Background: an optimization exercise with open tools, aiming at small area, a short achievable clock period and few clock cycles per item. Do not read the settings as production practice.
No run shown here included a check of the RTL's function; only the layout flow was run.

**flow/design.v**
```verilog
module g_xor2  (input wire a, input wire b, output wire y); assign y = a ^ b;    endmodule
module g_xnor2 (input wire a, input wire b, output wire y); assign y = ~(a ^ b); endmodule
module g_nand2 (input wire a, input wire b, output wire y); assign y = ~(a & b); endmodule
module g_nor2  (input wire a, input wire b, output wire y); assign y = ~(a | b); endmodule
module aes_sbox_hi (
    input  wire [7:0]  a,
    output wire [17:0] m
);
    wire U0 = a[7], U1 = a[6], U2 = a[5], U3 = a[4], U4 = a[3], U5 = a[2], U6 = a[1], U7 = a[0];
    wire T1, T2, T3, T4, T5, T6, T7, T8, T9, T10, T11, T12, T13, T14, T15, T16, T17, T18, T19, T20, T21, T22, T23, T24, T25, T26, T27, M1, M2, M3, M4, M5, M6, M7, M8, M9, M10, M11, M12, M13, M14, M15, M16, M17, M18, M19, M20, M21, M22, M23, M24, M25, M26, M27, M28, M29, M30, M31, M32, M33, M34, M35, M36, M37, M38, M39, M40, M41, M42, M43, M44, M45;
    g_xor2 u0 (.a(U0), .b(U3), .y(T1));
    g_xor2 u1 (.a(U0), .b(U5), .y(T2));
    g_xor2 u2 (.a(U0), .b(U6), .y(T3));
    g_xor2 u3 (.a(U3), .b(U5), .y(T4));
    g_xor2 u4 (.a(U4), .b(U6), .y(T5));
    g_xor2 u5 (.a(T1), .b(T5), .y(T6));
    g_xor2 u6 (.a(U1), .b(U2), .y(T7));
    g_xor2 u7 (.a(U7), .b(T6), .y(T8));
    g_xor2 u8 (.a(U7), .b(T7), .y(T9));
    g_xor2 u9 (.a(T6), .b(T7), .y(T10));
    g_xor2 u10 (.a(U1), .b(U5), .y(T11));
    g_xor2 u11 (.a(U2), .b(U5), .y(T12));
    g_xor2 u12 (.a(T3), .b(T4), .y(T13));
    g_xor2 u13 (.a(T6), .b(T11), .y(T14));
    g_xor2 u14 (.a(T5), .b(T11), .y(T15));
    g_xor2 u15 (.a(T5), .b(T12), .y(T16));
    g_xor2 u16 (.a(T9), .b(T16), .y(T17));
    g_xor2 u17 (.a(U3), .b(U7), .y(T18));
    g_xor2 u18 (.a(T7), .b(T18), .y(T19));
    g_xor2 u19 (.a(T1), .b(T19), .y(T20));
    g_xor2 u20 (.a(U6), .b(U7), .y(T21));
    g_xor2 u21 (.a(T7), .b(T21), .y(T22));
    g_xor2 u22 (.a(T2), .b(T22), .y(T23));
    g_xor2 u23 (.a(T2), .b(T10), .y(T24));
    g_xor2 u24 (.a(T20), .b(T17), .y(T25));
    g_xor2 u25 (.a(T3), .b(T16), .y(T26));
    g_xor2 u26 (.a(T1), .b(T12), .y(T27));
    g_nand2 u27 (.a(T13), .b(T6), .y(M1));
    g_nand2 u28 (.a(T23), .b(T8), .y(M2));
    g_xnor2 u29 (.a(T14), .b(M1), .y(M3));
    g_nand2 u30 (.a(T19), .b(U7), .y(M4));
    g_xor2 u31 (.a(M4), .b(M1), .y(M5));
    g_nand2 u32 (.a(T3), .b(T16), .y(M6));
    g_nand2 u33 (.a(T22), .b(T9), .y(M7));
    g_xnor2 u34 (.a(T26), .b(M6), .y(M8));
    g_nand2 u35 (.a(T20), .b(T17), .y(M9));
    g_xor2 u36 (.a(M9), .b(M6), .y(M10));
    g_nand2 u37 (.a(T1), .b(T15), .y(M11));
    g_nand2 u38 (.a(T4), .b(T27), .y(M12));
    g_xor2 u39 (.a(M12), .b(M11), .y(M13));
    g_nand2 u40 (.a(T2), .b(T10), .y(M14));
    g_xor2 u41 (.a(M14), .b(M11), .y(M15));
    g_xnor2 u42 (.a(M3), .b(M2), .y(M16));
    g_xor2 u43 (.a(M5), .b(T24), .y(M17));
    g_xnor2 u44 (.a(M8), .b(M7), .y(M18));
    g_xor2 u45 (.a(M10), .b(M15), .y(M19));
    g_xor2 u46 (.a(M16), .b(M13), .y(M20));
    g_xor2 u47 (.a(M17), .b(M15), .y(M21));
    g_xor2 u48 (.a(M18), .b(M13), .y(M22));
    g_xor2 u49 (.a(M19), .b(T25), .y(M23));
    g_xnor2 u50 (.a(M22), .b(M23), .y(M24));
    g_nand2 u51 (.a(M22), .b(M20), .y(M25));
    g_xor2 u52 (.a(M21), .b(M25), .y(M26));
    g_xnor2 u53 (.a(M20), .b(M21), .y(M27));
    g_xor2 u54 (.a(M23), .b(M25), .y(M28));
    g_nor2 u55 (.a(M28), .b(M27), .y(M29));
    g_nor2 u56 (.a(M26), .b(M24), .y(M30));
    g_nand2 u57 (.a(M20), .b(M23), .y(M31));
    g_nor2 u58 (.a(M27), .b(M31), .y(M32));
    g_xor2 u59 (.a(M27), .b(M25), .y(M33));
    g_nand2 u60 (.a(M21), .b(M22), .y(M34));
    g_nor2 u61 (.a(M24), .b(M34), .y(M35));
    g_xor2 u62 (.a(M24), .b(M25), .y(M36));
    g_xor2 u63 (.a(M21), .b(M29), .y(M37));
    g_xor2 u64 (.a(M32), .b(M33), .y(M38));
    g_xor2 u65 (.a(M23), .b(M30), .y(M39));
    g_xor2 u66 (.a(M35), .b(M36), .y(M40));
    g_xor2 u67 (.a(M38), .b(M40), .y(M41));
    g_xor2 u68 (.a(M37), .b(M39), .y(M42));
    g_xor2 u69 (.a(M37), .b(M38), .y(M43));
    g_xor2 u70 (.a(M39), .b(M40), .y(M44));
    g_xor2 u71 (.a(M42), .b(M41), .y(M45));
    g_nand2 u72 (.a(M44), .b(T6), .y(m[0]));
    g_nand2 u73 (.a(M40), .b(T8), .y(m[1]));
    g_nand2 u74 (.a(M39), .b(U7), .y(m[2]));
    g_nand2 u75 (.a(M43), .b(T16), .y(m[3]));
    g_nand2 u76 (.a(M38), .b(T9), .y(m[4]));
    g_nand2 u77 (.a(M37), .b(T17), .y(m[5]));
    g_nand2 u78 (.a(M42), .b(T15), .y(m[6]));
    g_nand2 u79 (.a(M45), .b(T27), .y(m[7]));
    g_nand2 u80 (.a(M41), .b(T10), .y(m[8]));
    g_nand2 u81 (.a(M44), .b(T13), .y(m[9]));
    g_nand2 u82 (.a(M40), .b(T23), .y(m[10]));
    g_nand2 u83 (.a(M39), .b(T19), .y(m[11]));
    g_nand2 u84 (.a(M43), .b(T3), .y(m[12]));
    g_nand2 u85 (.a(M38), .b(T22), .y(m[13]));
    g_nand2 u86 (.a(M37), .b(T20), .y(m[14]));
    g_nand2 u87 (.a(M42), .b(T1), .y(m[15]));
    g_nand2 u88 (.a(M45), .b(T4), .y(m[16]));
    g_nand2 u89 (.a(M41), .b(T2), .y(m[17]));
endmodule
module aes_sbox_lo (
    input  wire [17:0] m,
    output wire [7:0]  y
);
    wire M46 = m[0], M47 = m[1], M48 = m[2], M49 = m[3], M50 = m[4], M51 = m[5], M52 = m[6], M53 = m[7], M54 = m[8], M55 = m[9], M56 = m[10], M57 = m[11], M58 = m[12], M59 = m[13], M60 = m[14], M61 = m[15], M62 = m[16], M63 = m[17];
    wire L0, L1, L2, L3, L4, L5, L6, L7, L8, L9, L10, L11, L12, L13, L14, L15, L16, L17, L18, L19, L20, L21, L22, L23, L24, L25, L26, L27, L28, L29;
    g_xor2 u0 (.a(M61), .b(M62), .y(L0));
    g_xor2 u1 (.a(M50), .b(M56), .y(L1));
    g_xor2 u2 (.a(M46), .b(M48), .y(L2));
    g_xor2 u3 (.a(M47), .b(M55), .y(L3));
    g_xor2 u4 (.a(M54), .b(M58), .y(L4));
    g_xor2 u5 (.a(M49), .b(M61), .y(L5));
    g_xnor2 u6 (.a(M62), .b(L5), .y(L6));
    g_xnor2 u7 (.a(M46), .b(L3), .y(L7));
    g_xor2 u8 (.a(M51), .b(M59), .y(L8));
    g_xor2 u9 (.a(M52), .b(M53), .y(L9));
    g_xnor2 u10 (.a(M53), .b(L4), .y(L10));
    g_xnor2 u11 (.a(M60), .b(L2), .y(L11));
    g_xor2 u12 (.a(M48), .b(M51), .y(L12));
    g_xnor2 u13 (.a(M50), .b(L0), .y(L13));
    g_xor2 u14 (.a(M52), .b(M61), .y(L14));
    g_xnor2 u15 (.a(M55), .b(L1), .y(L15));
    g_xnor2 u16 (.a(M56), .b(L0), .y(L16));
    g_xnor2 u17 (.a(M57), .b(L1), .y(L17));
    g_xnor2 u18 (.a(M58), .b(L8), .y(L18));
    g_xnor2 u19 (.a(M63), .b(L4), .y(L19));
    g_xor2 u20 (.a(L0), .b(L1), .y(L20));
    g_xor2 u21 (.a(L1), .b(L7), .y(L21));
    g_xor2 u22 (.a(L3), .b(L12), .y(L22));
    g_xor2 u23 (.a(L18), .b(L2), .y(L23));
    g_xor2 u24 (.a(L15), .b(L9), .y(L24));
    g_xor2 u25 (.a(L6), .b(L10), .y(L25));
    g_xor2 u26 (.a(L7), .b(L9), .y(L26));
    g_xor2 u27 (.a(L8), .b(L10), .y(L27));
    g_xor2 u28 (.a(L11), .b(L14), .y(L28));
    g_xor2 u29 (.a(L11), .b(L17), .y(L29));
    g_xor2 u30 (.a(L6), .b(L24), .y(y[7]));
    g_xnor2 u31 (.a(L16), .b(L26), .y(y[6]));
    g_xnor2 u32 (.a(L19), .b(L28), .y(y[5]));
    g_xor2 u33 (.a(L6), .b(L21), .y(y[4]));
    g_xor2 u34 (.a(L20), .b(L22), .y(y[3]));
    g_xor2 u35 (.a(L25), .b(L29), .y(y[2]));
    g_xnor2 u36 (.a(L13), .b(L27), .y(y[1]));
    g_xnor2 u37 (.a(L6), .b(L23), .y(y[0]));
endmodule
module aes_mixcol (
    input  wire [31:0] c,      
    input  wire        en,
    output wire [31:0] m
);
    wire [7:0] s [0:3];
    assign s[0] = c[31:24]; assign s[1] = c[23:16]; assign s[2] = c[15:8]; assign s[3] = c[7:0];
    wire [7:0] p [0:3];        
    wire [7:0] x [0:3];        
    wire [7:0] t;              
    wire [7:0] u [0:3];        
    wire [7:0] g [0:3];        
    genvar i, b;
    generate
        for (i = 0; i < 4; i = i + 1) begin : g_col
            for (b = 0; b < 8; b = b + 1) begin : g_bit
                g_xor2 u_p (.a(s[i][b]), .b(s[(i+1)%4][b]), .y(p[i][b]));
                if (b == 1 || b == 3 || b == 4) begin : g_red
                    g_xor2 u_x (.a(p[i][b-1]), .b(p[i][7]), .y(x[i][b]));
                end else if (b == 0) begin : g_b0
                    assign x[i][0] = p[i][7];
                end else begin : g_sh
                    assign x[i][b] = p[i][b-1];
                end
                g_xor2  u_u (.a(t[b]), .b(x[i][b]), .y(u[i][b]));
                g_nand2 u_g (.a(en), .b(u[i][b]), .y(g[i][b]));
                g_xnor2 u_m (.a(s[i][b]), .b(g[i][b]), .y(m[31 - 8*i - 7 + b]));
            end
        end
        for (b = 0; b < 8; b = b + 1) begin : g_t
            g_xor2 u_t (.a(p[0][b]), .b(p[2][b]), .y(t[b]));
        end
    endgenerate
endmodule
module cph_aes (
    input  wire         clk,
    input  wire         rst,          
    input  wire         in_valid,
    output wire         in_ready,
    input  wire [255:0] in_key,       
    input  wire [127:0] in_block,     
    output reg          out_valid,
    output wire [127:0] out_block     
);
    reg          s_busy;
    reg  [3:0]   s_round;             
    reg  [127:0] st;                  
    reg  [127:0] qa;                  
    reg  [127:0] qb;                  
    reg          p_busy;
    reg  [3:0]   p_round;             
    reg  [287:0] pm;                  
    reg  [127:0] ra, rb;              
    reg  [71:0]  rm;                  
    wire load = !p_busy;
    assign in_ready  = load;
    assign out_block = st;
    genvar g;
    wire [287:0] pm_d;
    wire [71:0]  rm_d;
    generate
        for (g = 0; g < 16; g = g + 1) begin : g_sbh
            aes_sbox_hi u_sb (.a(st[127 - 8*g -: 8]), .m(pm_d[287 - 18*g -: 18]));
        end
        for (g = 0; g < 4; g = g + 1) begin : g_ksbh
            aes_sbox_hi u_ksb (.a(qb[31 - 8*g -: 8]), .m(rm_d[71 - 18*g -: 18]));
        end
    endgenerate
    wire [127:0] sub;
    generate
        for (g = 0; g < 16; g = g + 1) begin : g_sbl
            aes_sbox_lo u_sb (.m(pm[287 - 18*g -: 18]), .y(sub[127 - 8*g -: 8]));
        end
    endgenerate
    wire [127:0] shf;
    generate
        for (g = 0; g < 16; g = g + 1) begin : g_sr
            assign shf[127 - 8*g -: 8] = sub[127 - 8*((g + 4*(g % 4)) % 16) -: 8];
        end
    endgenerate
    wire p_last = (p_round == 4'd14);
    wire [127:0] mix;
    generate
        for (g = 0; g < 4; g = g + 1) begin : g_mc
            aes_mixcol u_mc (.c(shf[127 - 32*g -: 32]), .en(!p_last), .m(mix[127 - 32*g -: 32]));
        end
    endgenerate
    wire [127:0] rk  = load ? in_key[255:128] : rb;
    wire [127:0] dat = load ? in_block : mix;
    wire [127:0] rnd_out;
    generate
        for (g = 0; g < 128; g = g + 1) begin : g_ark
            g_xor2 u_x (.a(dat[g]), .b(rk[g]), .y(rnd_out[g]));
        end
    endgenerate
    wire [31:0] ksub;
    generate
        for (g = 0; g < 4; g = g + 1) begin : g_ksbl
            aes_sbox_lo u_ksb (.m(rm[71 - 18*g -: 18]), .y(ksub[31 - 8*g -: 8]));
        end
    endgenerate
    reg [7:0] rcon;
    always @(*) begin
        case (p_round[3:1])
            3'd0:    rcon = 8'h01;
            3'd1:    rcon = 8'h02;
            3'd2:    rcon = 8'h04;
            3'd3:    rcon = 8'h08;
            3'd4:    rcon = 8'h10;
            3'd5:    rcon = 8'h20;
            3'd6:    rcon = 8'h40;
            default: rcon = 8'h80;
        endcase
    end
    wire [31:0] t = p_round[0] ? ({ksub[23:0], ksub[31:24]} ^ {rcon, 24'h0}) : ksub;
    wire [31:0] a0 = ra[127:96], a1 = ra[95:64], a2 = ra[63:32], a3 = ra[31:0];
    wire [31:0] a01, a012, a0123, n0, n1, n2, n3;
    generate
        for (g = 0; g < 32; g = g + 1) begin : g_ks
            g_xor2 u_p1 (.a(a0[g]),   .b(a1[g]),  .y(a01[g]));
            g_xor2 u_p2 (.a(a01[g]),  .b(a2[g]),  .y(a012[g]));
            g_xor2 u_p3 (.a(a012[g]), .b(a3[g]),  .y(a0123[g]));
            g_xor2 u_n0 (.a(a0[g]),   .b(t[g]),   .y(n0[g]));
            g_xor2 u_n1 (.a(a01[g]),  .b(t[g]),   .y(n1[g]));
            g_xor2 u_n2 (.a(a012[g]), .b(t[g]),   .y(n2[g]));
            g_xor2 u_n3 (.a(a0123[g]),.b(t[g]),   .y(n3[g]));
        end
    endgenerate
    always @(posedge clk) begin
        if (rst) begin
            s_busy    <= 1'b0;
            p_busy    <= 1'b0;
            out_valid <= 1'b0;
            s_round   <= 4'd1;
            p_round   <= 4'd1;
        end else begin
            p_busy    <= s_busy;
            p_round   <= s_round;
            out_valid <= p_busy && p_last;
            if (load) begin
                s_busy  <= in_valid;
                s_round <= 4'd1;
            end else begin
                s_busy  <= !p_last;
                s_round <= p_round + 4'd1;
            end
        end
    end
    always @(posedge clk) begin
        pm <= pm_d;
        ra <= qa;
        rb <= qb;
        rm <= rm_d;
        st <= rnd_out;
        qa <= rk;
        qb <= load ? in_key[127:0] : {n0, n1, n2, n3};
    end
endmodule
```
**flow/run.sh**
```bash
#!/bin/bash
# synth_recipe.tcl (not shown) runs the flow's synth.tcl, then flattens the netlist and writes it again
# the make line also repeats each setting of config.mk as NAME=value (left out here)
make -C /OpenROAD-flow-scripts/flow DESIGN_CONFIG=/design/flow/config.mk WORK_HOME=/design/flow/orfs CLKGATE_MAP_FILE= SYNTH_SCRIPT=/design/flow/synth_recipe.tcl finish
```
**flow/config.mk**
```make
export PLATFORM = sky130hd
export DESIGN_NAME = cph_aes
export DESIGN_NICKNAME = cph_aes
export VERILOG_FILES = /design/flow/design.v
export SDC_FILE = /design/flow/constraint.sdc
export NUM_CORES = 8
export LEC_CHECK = 0
export CAP_MARGIN = 20
export CORE_MARGIN = 2
export CORE_UTILIZATION = 45
export PLACE_DENSITY = 0.6
export SETUP_SLACK_MARGIN = 4
export SLEW_MARGIN = 20
export SYNTH_HIERARCHICAL = 1
export SYNTH_MINIMUM_KEEP_SIZE = 0
```
**flow/constraint.sdc**
```tcl
create_clock -name core_clock -period 8.0 [get_ports {clk}]
set_input_delay 1.6000 -clock core_clock [delete_from_list [all_inputs] [get_ports {clk}]]
set_output_delay 1.6000 -clock core_clock [all_outputs]
set_load 0.01 [all_outputs]
```
==> out/results.md, run 1 <==
| Group | Parameter | Value |
|:---|:---|:---|
| run status | Run status | no timing/DRC/antenna violations |
| yosys | Top cell type by total area after synthesis | dfxtp_1 |
| timing | Worst max-slew margin expressed relative to the limit | 0.259 |
| floorplan | Boundary Pins | 517 |
| yosys | Post-synthesis area per instance | 10.4 um2 |
| worst setup path | Critical Path Start Type | flop |
| floorplan | Die Area | 119,000 um2 |
| clock network | H-tree levels | 3 |
| grt | Overall Global Routing Usage | 0.266 |
| timing | Peak clock frequency supported by timing | 257 MHz |
| yosys | Number of distinct library cells after synthesis | 21 |
| placement | Instance area after placement | 59,000 um2 |
| yosys | Most common flop cell mapped by yosys | dfxtp_1 |
| floorplan | Chip width | 345 um |
| yosys | Fraction of registers with async set/reset | 0 |
| timing | Post-route setup TNS | 0 ps |
| clock network | Hold-fix buffer count after cts | 0 |
| yosys | Most common cell in the netlist | xor2_1 |
| min path | Instance count along the most critical hold path | 0 |
| yosys | Cell types occupying the most area after synthesis | dfxtp_1, xor2_1, xnor2_1 |
| drt | Avg WL per Cell | 22.5 um |
| worst setup path | Reg2Reg Depth | 11 |
| layout | Final Core Density | 0.568 |
| yosys | Number of enable flip-flop cells after synthesis | 0 |
| worst setup path | R2R Path Start | pm[102] |
| clock network | Buffer type at the clock tree root | clkbuf_16 |
| drt | Remaining antenna violation count after routing | 0 |
| floorplan | Initial standard-cell utilization of the core | 0.452 |
| min path | Sink of the worst hold path | ra[79] |
| timing | Final Critical Period | 3890 ps |
| timing | Slew at the pin with the worst max-slew slack | 1110 ps |
| worst setup path | FF-to-FF End | st[113] |
| drt | Count of unresolved DRC violations after routing | 0 |
| clock network | Clock slew at the register clock pins of the worst setup and hold paths | 60 ps |
| layout | Share of cells above drive strength 1 | 0.169 |
| drt | Detailed-router iteration count before antenna repair | 7 |
| yosys | Total nets after synthesis | 5,416 |
| yosys | Netlist Area Pre-Place | 52,300 um2 |
| grt | Vias in the first global route | 34.2k |
| timing | Clk_skew | 33.5 ps |
| grt | Initial antenna violation count | 13 |
| layout | Fillers | 10.2k |
| timing | Fin crit share | 0.486 |
| grt | Largest net degree at the start of global routing | 68 |
| worst setup path | Critical path required time | 8540 ps |
| flow run | Max-cap check violation count | 0 |
| layout | Final std cell area, no fill | 65,700 um2 |
| floorplan | Core Region | 116,000 um2 |
| drt | Sum of routed wire length over all layers | 164,000 um |
| timing | Total count of hold-check failures in the final report | 0 |
| clock network | Max clock buf depth | 3 |
| clock network | Clock sink count | 1,011 |
| placement | Number of input and output port buffers inserted | 516 |
| yosys | Post-synthesis sequential element count | 1,011 |
| yosys | Syn. warnings | 8 |
| worst setup path | Setup crit end kind | flop |
| drt | Mean number of vias per cell | 4.66 |
| grt | Total grt overflow | 0 |
| layout | Number of nets at the end of the flow | 6,047 |
| timing | Final setup violation count | 0 |
| worst setup path | Worst-path fanout max | 4 |
| drt | Initial detailed-routing violation count | 1,787 |
| placement | Final RePlAce weighted congestion | 0.920 |
| clock network | Clock tree from TritonCTS | done |
| clock network | Total CTS buffers | 109 |
| worst setup path | WS Path Type | flop to flop |
| drt | Total via count after detailed routing | 33.9k |
| worst setup path | Register-to-register setup slack | 4110 ps |
| worst setup path | Worst Path Arrival | 4430 ps |
| grt | Global-route wire length before repair | 228,000 um |
| timing | Number of max-slew violations in the final report | 0 |
| layout | Layout overhead on the synthesized area | 25.6% |
| clock network | Skew-Pair Late Insertion Delay | 720 ps |
| min path | Launch point of the worst hold path | qa[79] |
| yosys | Fraction of the yosys area taken by sequential cells | 0.387 |
| min path | Type of the tightest min-delay check | flop to flop |
| timing | Setup repair after global routing missed its margin | yes |
| placement | Final HPWL from detailed placement | 134,000 um |
| floorplan | Height of the chip | 345 um |
| floorplan | Number of placement rows | 125 |
| yosys | Leading post-synthesis cells by instance count | xor2_1, dfxtp_1, nand2_1 |
| yosys | Cell count after synthesis | 5,027 |
| yosys | Top cell type's share of synthesized area | 0.387 |
[area by class of cell]
| class | count | area, um2 | area share |
|---|---|---|---|
| clock inverter | 57 | 657 | 0.0100 |
| tap | 1524 | 1910 | 0.0290 |
| clock buffer | 142 | 3070 | 0.0468 |
| inverter | 2 | 7.51 | 0.000114 |
| antenna | 4 | 10.0 | 0.000152 |
| sequential | 1011 | 20300 | 0.309 |
| multi-input combinational | 3963 | 34100 | 0.520 |
| timing repair buffer | 571 | 5580 | 0.0850 |
[flip-flops by register name, summed over array words and instances, names as in the netlist, 4 cells and up]
register and flops:
rb 128, ra 128, p_round 4, s_round 4, pm 288, st 128, rm 72, qb 128
qa 128
[through the flow]
step	instances	hold WS, ps	setup WS, ps
2_1_floorplan	5027	310	4360
3_3_place_gp	7034	310	3440
3_5_place_dp	7034	312	3450
4_1_cts	7234	318	4000
5_1_grt	7271	322	3930
6_report	7274	314	4110
[cell families (layout without fill, tap and decap cells)]
logic type / count (synthesis) / count (layout) / share of synthesized area
adders and majority gates: 2 / 2 / 0.000478
other: 0 / 4 / 0
buffers and inverters: 53 / 772 / 0.00971
muxes: 409 / 409 / 0.0880
AOI/OAI and AO/OA: 8 / 8 / 0.000765
xor gates and xnor gates: 2706 / 2706 / 0.453
DFF: 1011 / 1011 / 0.387
and+or+nand+nor: 838 / 838 / 0.0610
[metal layers]
| layer | wire length, um | up-vias | global-route usage |
|---|---|---|---|
| li1 | - | 16744 | - |
| met1 | 75500 | 16251 | 0.365 |
| met2 | 76700 | 742 | 0.439 |
| met3 | 7600 | 150 | 0.0368 |
| met4 | 3930 | 4 | 0.0683 |
| met5 | 24 | - | 0 |
[worst max path at each step]
stage | start | end | depth (start not counted)
2_1_floorplan | st[44] | pm[106] | 13
3_3_place_gp | st[39] | pm[88] | 13
3_5_place_dp | st[39] | pm[88] | 13
4_1_cts | qb[25] | rm[61] | 13
5_1_grt | qb[2] | rm[16] | 13
6_report | pm[102] | st[113] | 11
[layout by cell type (no fill, tap or decap), drive strengths merged, types with 7 or more instances in the layout]
master,Yosys,final
xor2,2173,2173
dfxtp,1011,1011
nand2,728,728
xnor2,533,533
clkdlybuf4s50,0,516
mux2,408,408
clkbuf,1,142
nor2,93,93
buf,50,55
clkinv,0,33
bufinv,0,10
inv,2,9
a21oi,8,8
clkinvlp,0,7
[timing repair]
item	CTS	global route
setup endpoints to repair	125	129
pin swaps	1	48
buffers inserted	1	36
gates resized for setup	85	293
[modules after synthesis, one instance, submodules excluded, excerpt]
module	times used	flip-flops and latches	cells inside	cell area, um2
g_nand2	728	0	1	3.75
g_nor2	80	0	1	3.75
g_xnor2	528	0	1	8.76
g_xor2	2168	0	1	8.76
cph_aes	1	1011	1523	25700
[critical path, cell delays in order (launching register included)]
cell     delay [ps]
dfxtp_1         380
xor2_1          260
xnor2_1         160
xor2_1          190
xnor2_1         760
xor2_1          290
xor2_1          540
xor2_1          190
nand2_1          80
xnor2_1         170
mux2_2          320
xor2_1          370
==> run 2, diff against run 1 <==
--- a/flow/config.mk
+++ b/flow/config.mk
@@ -9,7 +9,7 @@
 export CORE_MARGIN = 2
 export CORE_UTILIZATION = 45
 export PLACE_DENSITY = 0.6
-export SETUP_SLACK_MARGIN = 4
+export SETUP_SLACK_MARGIN = 5
 export SLEW_MARGIN = 20
 export SYNTH_HIERARCHICAL = 1
 export SYNTH_MINIMUM_KEEP_SIZE = 0
==> run 2 against run 1 <==
  * Still clean on timing, DRC and antenna
  * Global-route usage is 4.5 points higher
  * Worst hold slack hardly changed
  * Die area unchanged
  * Clock skew is 1.2 ps higher
  * Highest routed layer unchanged
==> out/results.md, run 2 <==
| Group | Parameter | Value |
|:---|:---|:---|
| run status | Run status | no timing/DRC/antenna violations |
| yosys | Number of distinct library cells after synthesis | 21 |
| clock network | Skew-Pair Late Insertion Delay | 720 ps |
| floorplan | Initial standard-cell utilization of the core | 0.452 |
| worst setup path | Start point of the critical path | st[51] |
| layout | Register cell area after layout | 21,100 um2 |
| yosys | Total nets after synthesis | 5,416 |
| layout | Fillers | 6,265 |
| clock network | Buffer type at the clock tree root | clkbuf_16 |
| layout | Highest-count cells in the layout ignoring fill and taps | buf_4, xor2_2, xor2_1 |
| yosys | Most common flop cell mapped by yosys | dfxtp_1 |
| timing | Peak clock frequency supported by timing | 276 MHz |
| worst setup path | Critical path required time | 8580 ps |
| grt | GR Layer Usage met3 | 0.0446 |
| yosys | Combinational family with the most area after synthesis | XOR/XNOR gates |
| placement | Final HPWL from detailed placement | 137,000 um |
| yosys | Fraction of registers with async set/reset | 0 |
| floorplan | Number of placement rows | 125 |
| layout | Number of flip-flops in the largest register | 288 |
| timing | Total count of hold-check failures in the final report | 0 |
| timing | Slew at the pin with the worst max-slew slack | 1130 ps |
| clock network | H-tree levels | 3 |
| worst setup path | Setup crit end kind | flop |
| worst setup path | Critical Path Start Type | flop |
| timing | Setup repair after global routing missed its margin | yes |
| yosys | Top cell type's share of synthesized area | 0.387 |
| worst setup path | CP Cell Sequence | xor2_4 > buf_12 > xor2_4 > xor2_2 > buf_6 > xor2_4 > xor2_2 > xor2_4 > xnor2_4 > xor2_2 > xor2_2 > xor2_2 > xor2_1 > nand2_1 |
| yosys | Top cell type by total area after synthesis | dfxtp_1 |
| grt | Overall Global Routing Usage | 0.311 |
| layout | Register with the highest flop count | pm |
| worst setup path | Worst-path fanout max | 3 |
| grt | Largest net degree at the start of global routing | 79 |
| placement | Number of input and output port buffers inserted | 516 |
| yosys | Complex-gate fraction of the synthesized area | 0.000765 |
| grt | Global-route track usage on met1 | 0.398 |
| worst setup path | Standard cell with the maximum stage delay on the critical path | dfxtp_4 |
| clock network | Clock tree from TritonCTS | done |
| grt | Global-route track usage on met2 | 0.514 |
| grt | Busiest metal layer after global routing | met2 |
| clock network | Clock sink count | 1,011 |
| yosys | Fraction of the yosys area taken by sequential cells | 0.387 |
| drt | Initial detailed-routing violation count | 2,912 |
| yosys | Area fraction in and, or, nand and nor cells after synthesis | 0.0610 |
| drt | Remaining antenna violation count after routing | 0 |
| layout | Number of nets at the end of the flow | 7,283 |
| yosys | Cell types occupying the most area after synthesis | dfxtp_1, xor2_1, xnor2_1 |
| yosys | Post-synthesis area per instance | 10.4 um2 |
| worst setup path | Critical path buffer and inverter count | 2 |
| floorplan | Die Area | 119,000 um2 |
| drt | Sum of routed wire length over all layers | 218,000 um |
| min path | Type of the tightest min-delay check | flop to flop |
| worst setup path | Delay of the slowest cell on the worst path | 390 ps |
| yosys | Multiplexer share of the synthesized area | 0.0880 |
| timing | Post-route setup TNS | 0 ps |
| timing | Final Hold Slack | 314 ps |
| yosys | Syn. warnings | 8 |
| timing | Number of max-slew violations in the final report | 0 |
| yosys | Adder-Cell Fraction of Synth Area | 0.000478 |
| grt | Global-route wire length before repair | 267,000 um |
| layout | Finished Layout Cells | 8,522 |
| drt | Count of unresolved DRC violations after routing | 0 |
| timing | Clk_skew | 34.7 ps |
| layout | Multi-input gate area in the final layout | 49,100 um2 |
| yosys | Netlist Area Pre-Place | 52,300 um2 |
| yosys | Leading post-synthesis cells by instance count | xor2_1, dfxtp_1, nand2_1 |
| min path | Launch point of the worst hold path | qa[101] |
| yosys | Most common cell in the netlist | xor2_1 |
| worst setup path | R2R Path Start | st[51] |
| timing | Worst max-slew margin expressed relative to the limit | 0.242 |
| clock network | Total CTS buffers | 106 |
| grt | Vias in the first global route | 41.0k |
| clock network | Max clock buf depth | 3 |
| layout | Layout overhead on the synthesized area | 76.3% |
| floorplan | Boundary Pins | 517 |
| timing | Final setup violation count | 0 |
| yosys | Synth Area in XOR/XNOR | 0.453 |
| floorplan | Chip width | 345 um |
| drt | Avg WL per Cell | 25.6 um |
| grt | Initial antenna violation count | 25 |
| yosys | Post-synthesis sequential element count | 1,011 |
| layout | Leading cell type in the layout, fill and taps excluded | buf_4 |
| drt | Mean number of vias per cell | 4.91 |
| placement | Final RePlAce weighted congestion | 0.941 |
| flow run | Max-cap check violation count | 0 |
| layout | Share of cells above drive strength 1 | 0.590 |
| worst setup path | Cell repeated most along the worst path | xor2_2 |
| timing | Fin crit share | 0.453 |
| grt | Total grt overflow | 0 |
| timing | Final Critical Period | 3620 ps |
| worst setup path | WS Path Type | flop to flop |
| floorplan | Core Region | 116,000 um2 |
| worst setup path | Worst Path Arrival | 4200 ps |
| placement | Placed cells | 7,034 |
| drt | Total via count after detailed routing | 41.9k |
| worst setup path | Dominant delay contributor by cell family on the critical path | XOR/XNOR gates |
| drt | Detailed-router iteration count before antenna repair | 5 |
| layout | Final Core Density | 0.797 |
| clock network | Clock slew at the register clock pins of the worst setup and hold paths | 70 ps |
| floorplan | Height of the chip | 345 um |
| yosys | Number of enable flip-flop cells after synthesis | 0 |
| yosys | Cell count after synthesis | 5,027 |
==> run 2: cells by family (layout without fill, tap and decap cells) <==
| family | after synthesis | in the layout |
|---|---|---|
| XOR/XNOR | 2706 | 2706 |
| adder cells (fa/ha/maj) | 2 | 2 |
| other | 0 | 15 |
| flip-flops | 1011 | 1011 |
| multiplexers | 409 | 409 |
| AND/OR/NAND/NOR | 838 | 838 |
| AO/OA/AOI/OAI | 8 | 8 |
| buffers and inverters | 53 | 2009 |
==> run 2: Yosys stat by module, one instance, submodules excluded, excerpt <==
module	cell area, um2	times used
cph_aes	25700	1
g_xnor2	8.76	528
g_xor2	8.76	2168
g_nand2	3.75	728
g_nor2	3.75	80
==> run 2: metrics by stage <==
stage	worst slack [ps]	instance area, um2
2_1_floorplan	4760	54400
3_3_place_gp	4020	61100
3_5_place_dp	4050	61100
4_1_cts	4670	80300
5_1_grt	4280	92200
6_report	4380	92200
==> run 2: area by class of cell <==
cell class,count,share of cell area
multi-input cells,3963,0.533
flip-flops and latches,1011,0.228
diodes,15,0.000407
well taps,1524,0.0207
inverters,2,0.0000814
clock inverters,37,0.00520
clock buffers,160,0.0358
repair buffers,1810,0.177
==> run 2: per-layer routing <==
| layer | vias up | part of all wire | wire (um) |
|---|---|---|---|
| met5 | - | 0.00030 | 65 |
| met4 | 8 | 0.073 | 15900 |
| met3 | 610 | 0.058 | 12600 |
| met2 | 1671 | 0.48 | 105000 |
| li1 | 18338 | - | - |
| met1 | 21228 | 0.39 | 84100 |
==> run 2: repair_timing <==
action	in CTS	in global routing
setup buffers	800	476
gates resized for setup	1739	1376
setup endpoints to repair	621	516
gates cloned	0	0
pin swaps	663	933
hold buffers	0	0
==> run 2: worst paths after layout <==
| kind | depth (start not counted) | slack, ps | endpoint |
|---|---|---|---|
| min reg2reg | 0 | 310 | ra[101] |
| max reg2reg | 14 | 4380 | pm[124] |
| min | 0 | 310 | ra[101] |
| max | 14 | 4380 | pm[124] |
==> run 3, diff against run 2 <==
--- a/flow/design.v
+++ b/flow/design.v
@@ -147,7 +147,7 @@
 module aes_mixcol (
     input  wire [31:0] c,      
     input  wire        en,
-    output wire [31:0] m
+    output wire [31:0] g
 );
     wire [7:0] s [0:3];
     assign s[0] = c[31:24]; assign s[1] = c[23:16]; assign s[2] = c[15:8]; assign s[3] = c[7:0];
@@ -155,7 +155,6 @@
     wire [7:0] x [0:3];        
     wire [7:0] t;              
     wire [7:0] u [0:3];        
-    wire [7:0] g [0:3];        
     genvar i, b;
     generate
         for (i = 0; i < 4; i = i + 1) begin : g_col
@@ -169,8 +168,7 @@
                     assign x[i][b] = p[i][b-1];
                 end
                 g_xor2  u_u (.a(t[b]), .b(x[i][b]), .y(u[i][b]));
-                g_nand2 u_g (.a(en), .b(u[i][b]), .y(g[i][b]));
-                g_xnor2 u_m (.a(s[i][b]), .b(g[i][b]), .y(m[31 - 8*i - 7 + b]));
+                g_nand2 u_g (.a(en), .b(u[i][b]), .y(g[31 - 8*i - 7 + b]));
             end
         end
         for (b = 0; b < 8; b = b + 1) begin : g_t
@@ -225,18 +223,21 @@
         end
     endgenerate
     wire p_last = (p_round == 4'd14);
-    wire [127:0] mix;
+    wire mc_en  = !p_last && !load;
+    wire [127:0] mg;           
     generate
         for (g = 0; g < 4; g = g + 1) begin : g_mc
-            aes_mixcol u_mc (.c(shf[127 - 32*g -: 32]), .en(!p_last), .m(mix[127 - 32*g -: 32]));
+            aes_mixcol u_mc (.c(shf[127 - 32*g -: 32]), .en(mc_en), .g(mg[127 - 32*g -: 32]));
         end
     endgenerate
     wire [127:0] rk  = load ? in_key[255:128] : rb;
-    wire [127:0] dat = load ? in_block : mix;
+    wire [127:0] dat = load ? in_block : shf;
     wire [127:0] rnd_out;
     generate
         for (g = 0; g < 128; g = g + 1) begin : g_ark
-            g_xor2 u_x (.a(dat[g]), .b(rk[g]), .y(rnd_out[g]));
+            wire x;
+            g_xor2  u_x (.a(dat[g]), .b(rk[g]), .y(x));
+            g_xnor2 u_m (.a(x), .b(mg[g]), .y(rnd_out[g]));
         end
     endgenerate
     wire [31:0] ksub;
--- a/flow/config.mk
+++ b/flow/config.mk
@@ -9,7 +9,6 @@
 export CORE_MARGIN = 2
 export CORE_UTILIZATION = 45
 export PLACE_DENSITY = 0.6
-export SETUP_SLACK_MARGIN = 5
 export SLEW_MARGIN = 20
 export SYNTH_HIERARCHICAL = 1
 export SYNTH_MINIMUM_KEEP_SIZE = 0
==> run 3 against run 2 <==
  * Synthesized cell count is essentially flat
  * Sequential share of layout area grew 8.7 points
  * Worst hold slack lost 18 ps
  * Still clean on timing, DRC and antenna
  * Design area shrank 30%
  * Clock skew grew 8.6 ps
  * First-iteration DRC count shrank 31%
  * Die area grew 2.5%
  * Clock-buffer cell count shrank 11
  * Setup slack lost 890 ps
  * Via count shrank 18%
==> out/results.md, run 3 <==
| Group | Parameter | Value |
|:---|:---|:---|
| yosys | Adder-Cell Fraction of Synth Area | 0.000467 |
| min path | Launch point of the worst hold path | qa[117] |
| timing | Peak clock frequency supported by timing | 222 MHz |
| floorplan | Boundary Pins | 517 |
| yosys | Total nets after synthesis | 5,417 |
| clock network | Hold-fix buffer count after cts | 0 |
| timing | Final setup violation count | 0 |
| layout | Register with the highest flop count | pm |
| layout | Share of cells above drive strength 1 | 0.109 |
| placement | Instance area after placement | 60,300 um2 |
| placement | Final RePlAce weighted congestion | 0.945 |
| yosys | Netlist Area Pre-Place | 53,600 um2 |
| yosys | Cell types occupying the most area after synthesis | dfxtp_1, xor2_1, mux2_4 |
| floorplan | Die Area | 122,000 um2 |
| flow run | Max-cap check violation count | 0 |
| worst setup path | Setup crit end kind | flop |
| layout | Number of flip-flops in the largest register | 288 |
| yosys | Most common flop cell mapped by yosys | dfxtp_1 |
| clock network | H-tree levels | 3 |
| worst setup path | Standard cell with the maximum stage delay on the critical path | dfxtp_1 |
| timing | Minimum setup slack in the final design | 3490 ps |
| layout | Number of nets at the end of the flow | 6,012 |
| yosys | Most common cell in the netlist | xor2_1 |
| timing | Clk_skew | 43.3 ps |
| floorplan | Initial standard-cell utilization of the core | 0.454 |
| placement | Number of input and output port buffers inserted | 516 |
| drt | Count of unresolved DRC violations after routing | 0 |
| drt | Remaining antenna violation count after routing | 0 |
| clock network | Clock tree from TritonCTS | done |
| run status | Run status | no timing/DRC/antenna violations |
| yosys | Top cell type's share of synthesized area | 0.377 |
| worst setup path | Critical path required time | 8560 ps |
| floorplan | Chip width | 349 um |
| yosys | Number of enable flip-flop cells after synthesis | 0 |
| timing | Final Critical Period | 4510 ps |
| floorplan | Number of placement rows | 126 |
| yosys | Top cell type by total area after synthesis | dfxtp_1 |
| floorplan | Core Region | 118,000 um2 |
| yosys | Syn. warnings | 8 |
| timing | Number of max-slew violations in the final report | 0 |
| layout | Layout overhead on the synthesized area | 19.6% |
| yosys | Cell count after synthesis | 5,028 |
| layout | Finished Layout Cells | 7,265 |
| layout | Final Core Density | 0.543 |
| layout | Highest-count cells in the layout ignoring fill and taps | xor2_1, dfxtp_1, nand2_1 |
| floorplan | Height of the chip | 349 um |
| grt | Vias in the first global route | 34.5k |
| clock network | Skew-Pair Late Insertion Delay | 700 ps |
| clock network | Buffer type at the clock tree root | clkbuf_16 |
| yosys | Area fraction in and, or, nand and nor cells after synthesis | 0.0596 |
| timing | Fin crit share | 0.564 |
| drt | Avg WL per Cell | 23.0 um |
| timing | Final Hold Slack | 297 ps |
| yosys | Fraction of the yosys area taken by sequential cells | 0.377 |
| yosys | Post-synthesis sequential element count | 1,011 |
| grt | Largest net degree at the start of global routing | 111 |
| timing | Worst max-slew margin expressed relative to the limit | 0.258 |
| drt | Detailed-router iteration count before antenna repair | 5 |
| min path | Type of the tightest min-delay check | flop to flop |
| yosys | Complex-gate fraction of the synthesized area | 0.000747 |
| worst setup path | Start point of the critical path | st[79] |
| worst setup path | R2R Path Start | st[79] |
| layout | Multi-input gate area in the final layout | 32,800 um2 |
| grt | Initial antenna violation count | 24 |
| clock network | Clock slew at the register clock pins of the worst setup and hold paths | 60 ps |
| placement | Placed cells | 7,047 |
| worst setup path | CP Cell Sequence | xor2_1 > xor2_1 > xor2_1 > nand2_1 > xor2_1 > xor2_1 > xor2_1 > xnor2_1 > xor2_1 > xor2_1 > xor2_1 > xor2_1 > nand2_1 |
| worst setup path | Critical Path Start Type | flop |
| drt | Mean number of vias per cell | 4.71 |
| grt | Overall Global Routing Usage | 0.268 |
| yosys | Combinational family with the most area after synthesis | XOR/XNOR gates |
| timing | Setup repair after global routing missed its margin | no |
| grt | Total grt overflow | 0 |
| layout | Leading cell type in the layout, fill and taps excluded | xor2_1 |
| worst setup path | WS Path Type | flop to flop |
| timing | Total count of hold-check failures in the final report | 0 |
| drt | Total via count after detailed routing | 34.2k |
| drt | Initial detailed-routing violation count | 2,016 |
| clock network | Post-CTS Repair Setup Buffers | 0 |
| timing | Post-route setup TNS | 0 ps |
| timing | Slew at the pin with the worst max-slew slack | 1110 ps |
| yosys | Multiplexer share of the synthesized area | 0.109 |
| grt | Global-route wire length before repair | 236,000 um |
| clock network | Count of cells resized by post-cts repair | 0 |
| worst setup path | Worst-path fanout max | 5 |
| layout | Fillers | 10.5k |
| yosys | Post-synthesis area per instance | 10.7 um2 |
| yosys | Number of distinct library cells after synthesis | 24 |
| drt | Sum of routed wire length over all layers | 167,000 um |
| layout | Final std cell area, no fill | 64,100 um2 |
| clock network | Max clock buf depth | 3 |
| yosys | Synth Area in XOR/XNOR | 0.442 |
| worst setup path | Cell repeated most along the worst path | xor2_1 |
| placement | Worst slack at placement | 3540 ps |
| placement | Final HPWL from detailed placement | 139,000 um |
| yosys | Fraction of registers with async set/reset | 0 |
| clock network | Clock sink count | 1,011 |
| yosys | Leading post-synthesis cells by instance count | xor2_1, dfxtp_1, nand2_1 |
| clock network | Total CTS buffers | 110 |
| worst setup path | Worst Path Arrival | 5070 ps |
| layout | Register cell area after layout | 20,200 um2 |
| worst setup path | Delay of the slowest cell on the worst path | 780 ps |
-- run 3: per-layer routing --
metal / global-route usage / up-vias / share of wire
met5: 0 / - / 0.00027
met4: 0.0738 / 6 / 0.026
met3: 0.0414 / 175 / 0.053
met2: 0.438 / 877 / 0.46
met1: 0.365 / 16272 / 0.46
li1: - / 16864 / -
-- run 3: cell type report --
cell class,instances,area share
clock buffer,149,0.0493
inverter,2,0.000117
timing repair buffer,534,0.0832
clock inverter,55,0.00993
antenna,14,0.000546
tap,1536,0.0300
sequential,1011,0.316
multi-input combinational,3964,0.511
-- run 3: worst max-delay path, delay by kind of cell, from the launching register on --
| kind | cells | cell delay [ps] |
|---|---|---|
| AND/OR/NAND/NOR | 2 | 180 |
| flip-flops | 1 | 780 |
| XOR/XNOR | 11 | 3400 |
-- run 3: worst paths after layout --
| path | end | slack, ps | cells after the start |
|---|---|---|---|
| hold reg to reg | ra[117] | 300 | 0 |
| setup reg to reg | pm[178] | 3490 | 13 |
| hold / removal | ra[117] | 300 | 0 |
| setup / recovery | pm[178] | 3490 | 13 |
-- run 3: cell families after synthesis --
logic type,after synthesis
xor+xnor,2706
flops,1011
mux,409
compound gates,8
simple gates,839
fa+ha+maj,2
buf+inv,53
-- run 3: modules after synthesis, one instance, submodules excluded, excerpt --
module,cell area (um2),flip-flops and latches,cells,copies in the design
g_xor2,8.76,0,1,2168
g_xnor2,8.76,0,1,528
g_nor2,3.75,0,1,80
cph_aes,27000,1011,1524,1
g_nand2,3.75,0,1,728
==> run 4, diff against run 3 <==
--- a/flow/design.v
+++ b/flow/design.v
@@ -4,10 +4,10 @@
 module g_nor2  (input wire a, input wire b, output wire y); assign y = ~(a | b); endmodule
 module aes_sbox_hi (
     input  wire [7:0]  a,
-    output wire [17:0] m
+    output wire [21:0] m
 );
     wire U0 = a[7], U1 = a[6], U2 = a[5], U3 = a[4], U4 = a[3], U5 = a[2], U6 = a[1], U7 = a[0];
-    wire T1, T2, T3, T4, T5, T6, T7, T8, T9, T10, T11, T12, T13, T14, T15, T16, T17, T18, T19, T20, T21, T22, T23, T24, T25, T26, T27, M1, M2, M3, M4, M5, M6, M7, M8, M9, M10, M11, M12, M13, M14, M15, M16, M17, M18, M19, M20, M21, M22, M23, M24, M25, M26, M27, M28, M29, M30, M31, M32, M33, M34, M35, M36, M37, M38, M39, M40, M41, M42, M43, M44, M45;
+    wire T1, T2, T3, T4, T5, T6, T7, T8, T9, T10, T11, T12, T13, T14, T15, T16, T17, T18, T19, T20, T21, T22, T23, T24, T25, T26, T27, M1, M2, M3, M4, M5, M6, M7, M8, M9, M10, M11, M12, M13, M14, M15, M16, M17, M18, M19, M20, M21, M22, M23, M24, M25, M26, M27, M28, M29, M30, M31, M32, M33, M34, M35, M36, M37, M38, M39, M40, M41, M42, M43, M44, M47, M48, M50, M51, M56, M57, M59, M60;
     g_xor2 u0 (.a(U0), .b(U3), .y(T1));
     g_xor2 u1 (.a(U0), .b(U5), .y(T2));
     g_xor2 u2 (.a(U0), .b(U6), .y(T3));
@@ -79,70 +79,71 @@
     g_xor2 u68 (.a(M37), .b(M39), .y(M42));
     g_xor2 u69 (.a(M37), .b(M38), .y(M43));
     g_xor2 u70 (.a(M39), .b(M40), .y(M44));
-    g_xor2 u71 (.a(M42), .b(M41), .y(M45));
-    g_nand2 u72 (.a(M44), .b(T6), .y(m[0]));
-    g_nand2 u73 (.a(M40), .b(T8), .y(m[1]));
-    g_nand2 u74 (.a(M39), .b(U7), .y(m[2]));
-    g_nand2 u75 (.a(M43), .b(T16), .y(m[3]));
-    g_nand2 u76 (.a(M38), .b(T9), .y(m[4]));
-    g_nand2 u77 (.a(M37), .b(T17), .y(m[5]));
-    g_nand2 u78 (.a(M42), .b(T15), .y(m[6]));
-    g_nand2 u79 (.a(M45), .b(T27), .y(m[7]));
-    g_nand2 u80 (.a(M41), .b(T10), .y(m[8]));
-    g_nand2 u81 (.a(M44), .b(T13), .y(m[9]));
-    g_nand2 u82 (.a(M40), .b(T23), .y(m[10]));
-    g_nand2 u83 (.a(M39), .b(T19), .y(m[11]));
-    g_nand2 u84 (.a(M43), .b(T3), .y(m[12]));
-    g_nand2 u85 (.a(M38), .b(T22), .y(m[13]));
-    g_nand2 u86 (.a(M37), .b(T20), .y(m[14]));
-    g_nand2 u87 (.a(M42), .b(T1), .y(m[15]));
-    g_nand2 u88 (.a(M45), .b(T4), .y(m[16]));
-    g_nand2 u89 (.a(M41), .b(T2), .y(m[17]));
+    g_nand2 u71 (.a(M40), .b(T8), .y(M47));
+    g_nand2 u72 (.a(M39), .b(U7), .y(M48));
+    g_nand2 u73 (.a(M38), .b(T9), .y(M50));
+    g_nand2 u74 (.a(M37), .b(T17), .y(M51));
+    g_nand2 u75 (.a(M40), .b(T23), .y(M56));
+    g_nand2 u76 (.a(M39), .b(T19), .y(M57));
+    g_nand2 u77 (.a(M38), .b(T22), .y(M59));
+    g_nand2 u78 (.a(M37), .b(T20), .y(M60));
+    assign m = {M57, M60, M59, M51, M47, M48, M56, M50, T2, T4, T1, T3, T13, T10, T27, T15, T16, M43, T6, M44, M41, M42};
 endmodule
 module aes_sbox_lo (
-    input  wire [17:0] m,
+    input  wire [21:0] m,
     output wire [7:0]  y
 );
-    wire M46 = m[0], M47 = m[1], M48 = m[2], M49 = m[3], M50 = m[4], M51 = m[5], M52 = m[6], M53 = m[7], M54 = m[8], M55 = m[9], M56 = m[10], M57 = m[11], M58 = m[12], M59 = m[13], M60 = m[14], M61 = m[15], M62 = m[16], M63 = m[17];
-    wire L0, L1, L2, L3, L4, L5, L6, L7, L8, L9, L10, L11, L12, L13, L14, L15, L16, L17, L18, L19, L20, L21, L22, L23, L24, L25, L26, L27, L28, L29;
-    g_xor2 u0 (.a(M61), .b(M62), .y(L0));
-    g_xor2 u1 (.a(M50), .b(M56), .y(L1));
-    g_xor2 u2 (.a(M46), .b(M48), .y(L2));
-    g_xor2 u3 (.a(M47), .b(M55), .y(L3));
-    g_xor2 u4 (.a(M54), .b(M58), .y(L4));
-    g_xor2 u5 (.a(M49), .b(M61), .y(L5));
-    g_xnor2 u6 (.a(M62), .b(L5), .y(L6));
-    g_xnor2 u7 (.a(M46), .b(L3), .y(L7));
-    g_xor2 u8 (.a(M51), .b(M59), .y(L8));
-    g_xor2 u9 (.a(M52), .b(M53), .y(L9));
-    g_xnor2 u10 (.a(M53), .b(L4), .y(L10));
-    g_xnor2 u11 (.a(M60), .b(L2), .y(L11));
-    g_xor2 u12 (.a(M48), .b(M51), .y(L12));
-    g_xnor2 u13 (.a(M50), .b(L0), .y(L13));
-    g_xor2 u14 (.a(M52), .b(M61), .y(L14));
-    g_xnor2 u15 (.a(M55), .b(L1), .y(L15));
-    g_xnor2 u16 (.a(M56), .b(L0), .y(L16));
-    g_xnor2 u17 (.a(M57), .b(L1), .y(L17));
-    g_xnor2 u18 (.a(M58), .b(L8), .y(L18));
-    g_xnor2 u19 (.a(M63), .b(L4), .y(L19));
-    g_xor2 u20 (.a(L0), .b(L1), .y(L20));
-    g_xor2 u21 (.a(L1), .b(L7), .y(L21));
-    g_xor2 u22 (.a(L3), .b(L12), .y(L22));
-    g_xor2 u23 (.a(L18), .b(L2), .y(L23));
-    g_xor2 u24 (.a(L15), .b(L9), .y(L24));
-    g_xor2 u25 (.a(L6), .b(L10), .y(L25));
-    g_xor2 u26 (.a(L7), .b(L9), .y(L26));
-    g_xor2 u27 (.a(L8), .b(L10), .y(L27));
-    g_xor2 u28 (.a(L11), .b(L14), .y(L28));
-    g_xor2 u29 (.a(L11), .b(L17), .y(L29));
-    g_xor2 u30 (.a(L6), .b(L24), .y(y[7]));
-    g_xnor2 u31 (.a(L16), .b(L26), .y(y[6]));
-    g_xnor2 u32 (.a(L19), .b(L28), .y(y[5]));
-    g_xor2 u33 (.a(L6), .b(L21), .y(y[4]));
-    g_xor2 u34 (.a(L20), .b(L22), .y(y[3]));
-    g_xor2 u35 (.a(L25), .b(L29), .y(y[2]));
-    g_xnor2 u36 (.a(L13), .b(L27), .y(y[1]));
-    g_xnor2 u37 (.a(L6), .b(L23), .y(y[0]));
+    wire M42 = m[0], M41 = m[1], M44 = m[2], T6 = m[3], M43 = m[4], T16 = m[5], T15 = m[6], T27 = m[7], T10 = m[8], T13 = m[9], T3 = m[10], T1 = m[11], T4 = m[12], T2 = m[13], M50 = m[14], M56 = m[15], M48 = m[16], M47 = m[17], M51 = m[18], M59 = m[19], M60 = m[20], M57 = m[21];
+    wire M45, M46, M49, M52, M53, M54, M55, M58, M61, M62, M63, L0, L1, L2, L3, L4, L5, L6, L7, L8, L9, L10, L11, L12, L13, L14, L15, L16, L17, L18, L19, L20, L21, L22, L23, L24, L25, L26, L27, L28, L29;
+    g_xor2 u0 (.a(M42), .b(M41), .y(M45));
+    g_nand2 u1 (.a(M44), .b(T6), .y(M46));
+    g_nand2 u2 (.a(M43), .b(T16), .y(M49));
+    g_nand2 u3 (.a(M42), .b(T15), .y(M52));
+    g_nand2 u4 (.a(M45), .b(T27), .y(M53));
+    g_nand2 u5 (.a(M41), .b(T10), .y(M54));
+    g_nand2 u6 (.a(M44), .b(T13), .y(M55));
+    g_nand2 u7 (.a(M43), .b(T3), .y(M58));
+    g_nand2 u8 (.a(M42), .b(T1), .y(M61));
+    g_nand2 u9 (.a(M45), .b(T4), .y(M62));
+    g_nand2 u10 (.a(M41), .b(T2), .y(M63));
+    g_xor2 u11 (.a(M61), .b(M62), .y(L0));
+    g_xor2 u12 (.a(M50), .b(M56), .y(L1));
+    g_xor2 u13 (.a(M46), .b(M48), .y(L2));
+    g_xor2 u14 (.a(M47), .b(M55), .y(L3));
+    g_xor2 u15 (.a(M54), .b(M58), .y(L4));
+    g_xor2 u16 (.a(M49), .b(M61), .y(L5));
+    g_xnor2 u17 (.a(M62), .b(L5), .y(L6));
+    g_xnor2 u18 (.a(M46), .b(L3), .y(L7));
+    g_xor2 u19 (.a(M51), .b(M59), .y(L8));
+    g_xor2 u20 (.a(M52), .b(M53), .y(L9));
+    g_xnor2 u21 (.a(M53), .b(L4), .y(L10));
+    g_xnor2 u22 (.a(M60), .b(L2), .y(L11));
+    g_xor2 u23 (.a(M48), .b(M51), .y(L12));
+    g_xnor2 u24 (.a(M50), .b(L0), .y(L13));
+    g_xor2 u25 (.a(M52), .b(M61), .y(L14));
+    g_xnor2 u26 (.a(M55), .b(L1), .y(L15));
+    g_xnor2 u27 (.a(M56), .b(L0), .y(L16));
+    g_xnor2 u28 (.a(M57), .b(L1), .y(L17));
+    g_xnor2 u29 (.a(M58), .b(L8), .y(L18));
+    g_xnor2 u30 (.a(M63), .b(L4), .y(L19));
+    g_xor2 u31 (.a(L0), .b(L1), .y(L20));
+    g_xor2 u32 (.a(L1), .b(L7), .y(L21));
+    g_xor2 u33 (.a(L3), .b(L12), .y(L22));
+    g_xor2 u34 (.a(L18), .b(L2), .y(L23));
+    g_xor2 u35 (.a(L15), .b(L9), .y(L24));
+    g_xor2 u36 (.a(L6), .b(L10), .y(L25));
+    g_xor2 u37 (.a(L7), .b(L9), .y(L26));
+    g_xor2 u38 (.a(L8), .b(L10), .y(L27));
+    g_xor2 u39 (.a(L11), .b(L14), .y(L28));
+    g_xor2 u40 (.a(L11), .b(L17), .y(L29));
+    g_xor2 u41 (.a(L6), .b(L24), .y(y[7]));
+    g_xnor2 u42 (.a(L16), .b(L26), .y(y[6]));
+    g_xnor2 u43 (.a(L19), .b(L28), .y(y[5]));
+    g_xor2 u44 (.a(L6), .b(L21), .y(y[4]));
+    g_xor2 u45 (.a(L20), .b(L22), .y(y[3]));
+    g_xor2 u46 (.a(L25), .b(L29), .y(y[2]));
+    g_xnor2 u47 (.a(L13), .b(L27), .y(y[1]));
+    g_xnor2 u48 (.a(L6), .b(L23), .y(y[0]));
 endmodule
 module aes_mixcol (
     input  wire [31:0] c,      
@@ -193,27 +194,27 @@
     reg  [127:0] qb;                  
     reg          p_busy;
     reg  [3:0]   p_round;             
-    reg  [287:0] pm;                  
+    reg  [351:0] pm;                  
     reg  [127:0] ra, rb;              
-    reg  [71:0]  rm;                  
+    reg  [87:0] rm;                  
     wire load = !p_busy;
     assign in_ready  = load;
     assign out_block = st;
     genvar g;
-    wire [287:0] pm_d;
-    wire [71:0]  rm_d;
+    wire [351:0] pm_d;
+    wire [87:0] rm_d;
     generate
         for (g = 0; g < 16; g = g + 1) begin : g_sbh
-            aes_sbox_hi u_sb (.a(st[127 - 8*g -: 8]), .m(pm_d[287 - 18*g -: 18]));
+            aes_sbox_hi u_sb (.a(st[127 - 8*g -: 8]), .m(pm_d[351 - 22*g -: 22]));
         end
         for (g = 0; g < 4; g = g + 1) begin : g_ksbh
-            aes_sbox_hi u_ksb (.a(qb[31 - 8*g -: 8]), .m(rm_d[71 - 18*g -: 18]));
+            aes_sbox_hi u_ksb (.a(qb[31 - 8*g -: 8]), .m(rm_d[87 - 22*g -: 22]));
         end
     endgenerate
     wire [127:0] sub;
     generate
         for (g = 0; g < 16; g = g + 1) begin : g_sbl
-            aes_sbox_lo u_sb (.m(pm[287 - 18*g -: 18]), .y(sub[127 - 8*g -: 8]));
+            aes_sbox_lo u_sb (.m(pm[351 - 22*g -: 22]), .y(sub[127 - 8*g -: 8]));
         end
     endgenerate
     wire [127:0] shf;
@@ -243,7 +244,7 @@
     wire [31:0] ksub;
     generate
         for (g = 0; g < 4; g = g + 1) begin : g_ksbl
-            aes_sbox_lo u_ksb (.m(rm[71 - 18*g -: 18]), .y(ksub[31 - 8*g -: 8]));
+            aes_sbox_lo u_ksb (.m(rm[87 - 22*g -: 22]), .y(ksub[31 - 8*g -: 8]));
         end
     endgenerate
     reg [7:0] rcon;
--- a/flow/config.mk
+++ b/flow/config.mk
@@ -9,6 +9,7 @@
 export CORE_MARGIN = 2
 export CORE_UTILIZATION = 45
 export PLACE_DENSITY = 0.6
+export SETUP_SLACK_MARGIN = 4
 export SLEW_MARGIN = 20
 export SYNTH_HIERARCHICAL = 1
 export SYNTH_MINIMUM_KEEP_SIZE = 0
==> run 4 against run 3 <==
  * Synthesized cell count increased by 10%
  * Non-clock buffer count is 6 higher
  * First-iteration DRC count rose by 3.7%
  * Critical endpoint is now out_block[112]
==> out/results.md, run 4 <==
| Group | Parameter | Value |
|:---|:---|:---|
| yosys | Most common flop cell mapped by yosys | dfxtp_1 |
| grt | Largest net degree at the start of global routing | 87 |
| layout | Number of nets at the end of the flow | 6,104 |
| worst setup path | Critical Path Start Type | flop |
| worst setup path | Critical path buffer and inverter count | 1 |
| yosys | Number of distinct library cells after synthesis | 24 |
| grt | Initial antenna violation count | 13 |
| clock network | Max clock buf depth | 3 |
| yosys | Netlist Area Pre-Place | 58,500 um2 |
| layout | Final std cell area, no fill | 66,700 um2 |
| timing | Setup repair after global routing missed its margin | no |
| worst setup path | Dominant delay contributor by cell family on the critical path | buffers and inverters |
| clock network | Hold-fix buffer count after cts | 0 |
| floorplan | Die Area | 133,000 um2 |
| timing | Final Critical Period | 3820 ps |
| placement | Number of input and output port buffers inserted | 516 |
| floorplan | Boundary Pins | 517 |
| timing | Final setup violation count | 0 |
| worst setup path | Logic depth of the worst path, buffers included | 1 |
| drt | Detailed-router iteration count before antenna repair | 5 |
| clock network | Clock slew at the register clock pins of the worst setup and hold paths | 60 ps |
| grt | Vias in the first global route | 35.6k |
| timing | Fin crit share | 0.477 |
| layout | Multi-input gate area in the final layout | 33,100 um2 |
| min path | Launch point of the worst hold path | qb[107] |
| grt | Overall Global Routing Usage | 0.260 |
| yosys | Fraction of registers with async set/reset | 0 |
| worst setup path | Start point of the critical path | st[112] |
| drt | Count of unresolved DRC violations after routing | 0 |
| layout | Register with the highest flop count | pm |
| placement | Final HPWL from detailed placement | 146,000 um |
| yosys | Leading post-synthesis cells by instance count | xor2_1, dfxtp_1, nand2_1 |
| drt | Total via count after detailed routing | 34.9k |
| min path | Instance count along the most critical hold path | 0 |
| placement | Instance area after placement | 62,200 um2 |
| min path | Type of the tightest min-delay check | flop to flop |
| worst setup path | Worst-path fanout max | 7 |
| yosys | Top cell type's share of synthesized area | 0.373 |
| worst setup path | R2R Path Start | st[75] |
| yosys | Most common cell in the netlist | xor2_1 |
| floorplan | Height of the chip | 365 um |
| worst setup path | Reg2Reg Depth | 11 |
| timing | Clk_skew | 28.6 ps |
| worst setup path | Worst Path Arrival | 2220 ps |
| floorplan | Chip width | 365 um |
| drt | Mean number of vias per cell | 4.62 |
| layout | Number of flip-flops in the largest register | 352 |
| drt | Avg WL per Cell | 23.4 um |
| timing | Worst max-slew margin expressed relative to the limit | 0.229 |
| layout | Register cell area after layout | 21,900 um2 |
| grt | Total grt overflow | 0 |
| timing | Peak clock frequency supported by timing | 262 MHz |
| drt | Remaining antenna violation count after routing | 0 |
| worst setup path | CP Cell Sequence | clkdlybuf4s50_1 |
| yosys | Cell types occupying the most area after synthesis | dfxtp_1, xor2_1, mux2_4 |
| worst setup path | Delay of the slowest cell on the worst path | 750 ps |
| clock network | Clock tree from TritonCTS | done |
| yosys | Syn. warnings | 8 |
| yosys | Cell count after synthesis | 5,548 |
| floorplan | Number of placement rows | 132 |
| drt | Initial detailed-routing violation count | 2,091 |
| clock network | H-tree levels | 3 |
| layout | Fillers | 11.7k |
| timing | Post-route setup TNS | 0 ps |
| floorplan | Core Region | 129,000 um2 |
| worst setup path | Setup crit end kind | primary output |
| layout | Share of cells above drive strength 1 | 0.116 |
| yosys | Total nets after synthesis | 5,937 |
| worst setup path | Standard cell with the maximum stage delay on the critical path | clkdlybuf4s50_1 |
| layout | Highest-count cells in the layout ignoring fill and taps | xor2_1, dfxtp_1, nand2_1 |
| clock network | Buffer type at the clock tree root | clkbuf_16 |
| clock network | Total CTS buffers | 116 |
| floorplan | Initial standard-cell utilization of the core | 0.453 |
| clock network | Clock sink count | 1,091 |
| timing | Number of max-slew violations in the final report | 0 |
| yosys | Post-synthesis sequential element count | 1,091 |
| worst setup path | WS Path Type | flop to primary output |
| layout | Layout overhead on the synthesized area | 14.0% |
| yosys | Post-synthesis area per instance | 10.5 um2 |
| timing | Slew at the pin with the worst max-slew slack | 1160 ps |
| worst setup path | Critical path required time | 6400 ps |
| yosys | Number of enable flip-flop cells after synthesis | 0 |
| clock network | Skew-Pair Late Insertion Delay | 740 ps |
| layout | Leading cell type in the layout, fill and taps excluded | xor2_1 |
| placement | Final RePlAce weighted congestion | 0.910 |
| yosys | Top cell type by total area after synthesis | dfxtp_1 |
| run status | Run status | no timing/DRC/antenna violations |
| timing | Total count of hold-check failures in the final report | 0 |
| drt | Sum of routed wire length over all layers | 177,000 um |
| grt | Global-route wire length before repair | 247,000 um |
| flow run | Max-cap check violation count | 0 |
| yosys | Fraction of the yosys area taken by sequential cells | 0.373 |
[run 4: cell types whose count changed after synthesis, sizes merged]
cell	change
dfxtp	+80
buf	+440
[run 4: path summary, 6_finish.rpt]
kind                                       end  slack [ps]
worst max-delay path            out_block[112]        4180
worst min register to register         rb[107]         320
worst min-delay path                   rb[107]         320
worst max register to register         pm[199]        4190
[run 4: cells by family after synthesis]
kind of cell               after synthesis  synth area share
AOI/OAI and AO/OA                        8          0.000684
xor gates and xnor gates              2706             0.405
adders and majority gates                2          0.000428
buffers and inverters                  493            0.0665
DFF                                   1091             0.373
muxes                                  409            0.0996
and+or+nand+nor                        839            0.0546
[run 4: Yosys stat by module (local to each module, per instance), a selection]
| module | times used | area [um2] | cells | flops+latches |
|---|---|---|---|---|
| g_nor2 | 80 | 3.75 | 1 | 0 |
| cph_aes | 1 | 28600 | 1604 | 1091 |
| g_xnor2 | 528 | 8.76 | 1 | 0 |
| g_xor2 | 2168 | 8.76 | 1 | 0 |
| g_nand2 | 728 | 3.75 | 1 | 0 |
| aes_sbox_hi | 20 | 165 | 22 | 0 |
[run 4: final cells by class]
| cell class | count | area share |
|---|---|---|
| tap | 1742 | 0.0327 |
| timing repair buffer | 540 | 0.0809 |
| multi-input combinational | 3964 | 0.496 |
| sequential | 1091 | 0.328 |
| clock buffer | 158 | 0.0495 |
| antenna | 9 | 0.000338 |
| inverter | 2 | 0.000113 |
| clock inverter | 58 | 0.0131 |
[run 4: timing repair]
item | in CTS | in global routing
endpoints found under the setup margin | 26 | 125
buffers inserted | 0 | 1
gates resized for setup | 9 | 34
endpoints found under the hold margin | 0 | 0
cloned | 0 | 0
[run 4: per-layer routing]
layer / share of wire / vias to the layer above / track usage
met5: 0.00014 / - / 0
met4: 0.038 / 4 / 0.0987
met3: 0.049 / 192 / 0.0389
met2: 0.44 / 860 / 0.412
met1: 0.47 / 16752 / 0.357
li1: - / 17109 / -
[run 4: through the flow]
stage	hold WS, ps	util	setup WS, ps	cells
floorplan	310	-	4330	5548
global placement	310	0.481	3730	7338
detailed placement	312	0.481	3750	7338
CTS	318	0.514	3960	7554
global route	322	0.516	3980	7555
finish	317	0.516	4180	7564

## separate check: timing with driven ports
No port has a modelled driver above. Below, the same layouts with a new extraction and two added sets of constraints.
Step 1: set_driving_cell puts a clkbuf_16 on clk and a buf_2 on each other input, an assumption about the parent block.
Step 2 adds t to the input delays and takes it off the output delays; t is the mean of the earliest and latest rising clock arrival at the registers after step 1. Input paths then give back, and output paths get back, about the clock's delay inside the block.
Three values: ideal, step 1, step 2; two values: the first two.
run | t (ns) | setup slack, ns | latest minus earliest clock arrival (ns) | worst register clock-pin slew, ns
run 1 | 0.778 | 4.113 / 4.113 / 4.113 | 0.034 / 0.034 | 0.06 / 0.06
run 2 | 0.778 | 4.380 / 4.380 / 4.380 | 0.037 / 0.037 | 0.07 / 0.07
run 3 | 0.752 | 3.489 / 3.489 / 3.489 | 0.045 / 0.045 | 0.07 / 0.07
run 4 | 0.804 | 4.183 / 4.108 / 4.189 | 0.032 / 0.032 | 0.07 / 0.07
After both steps every run listed still meets setup and hold.
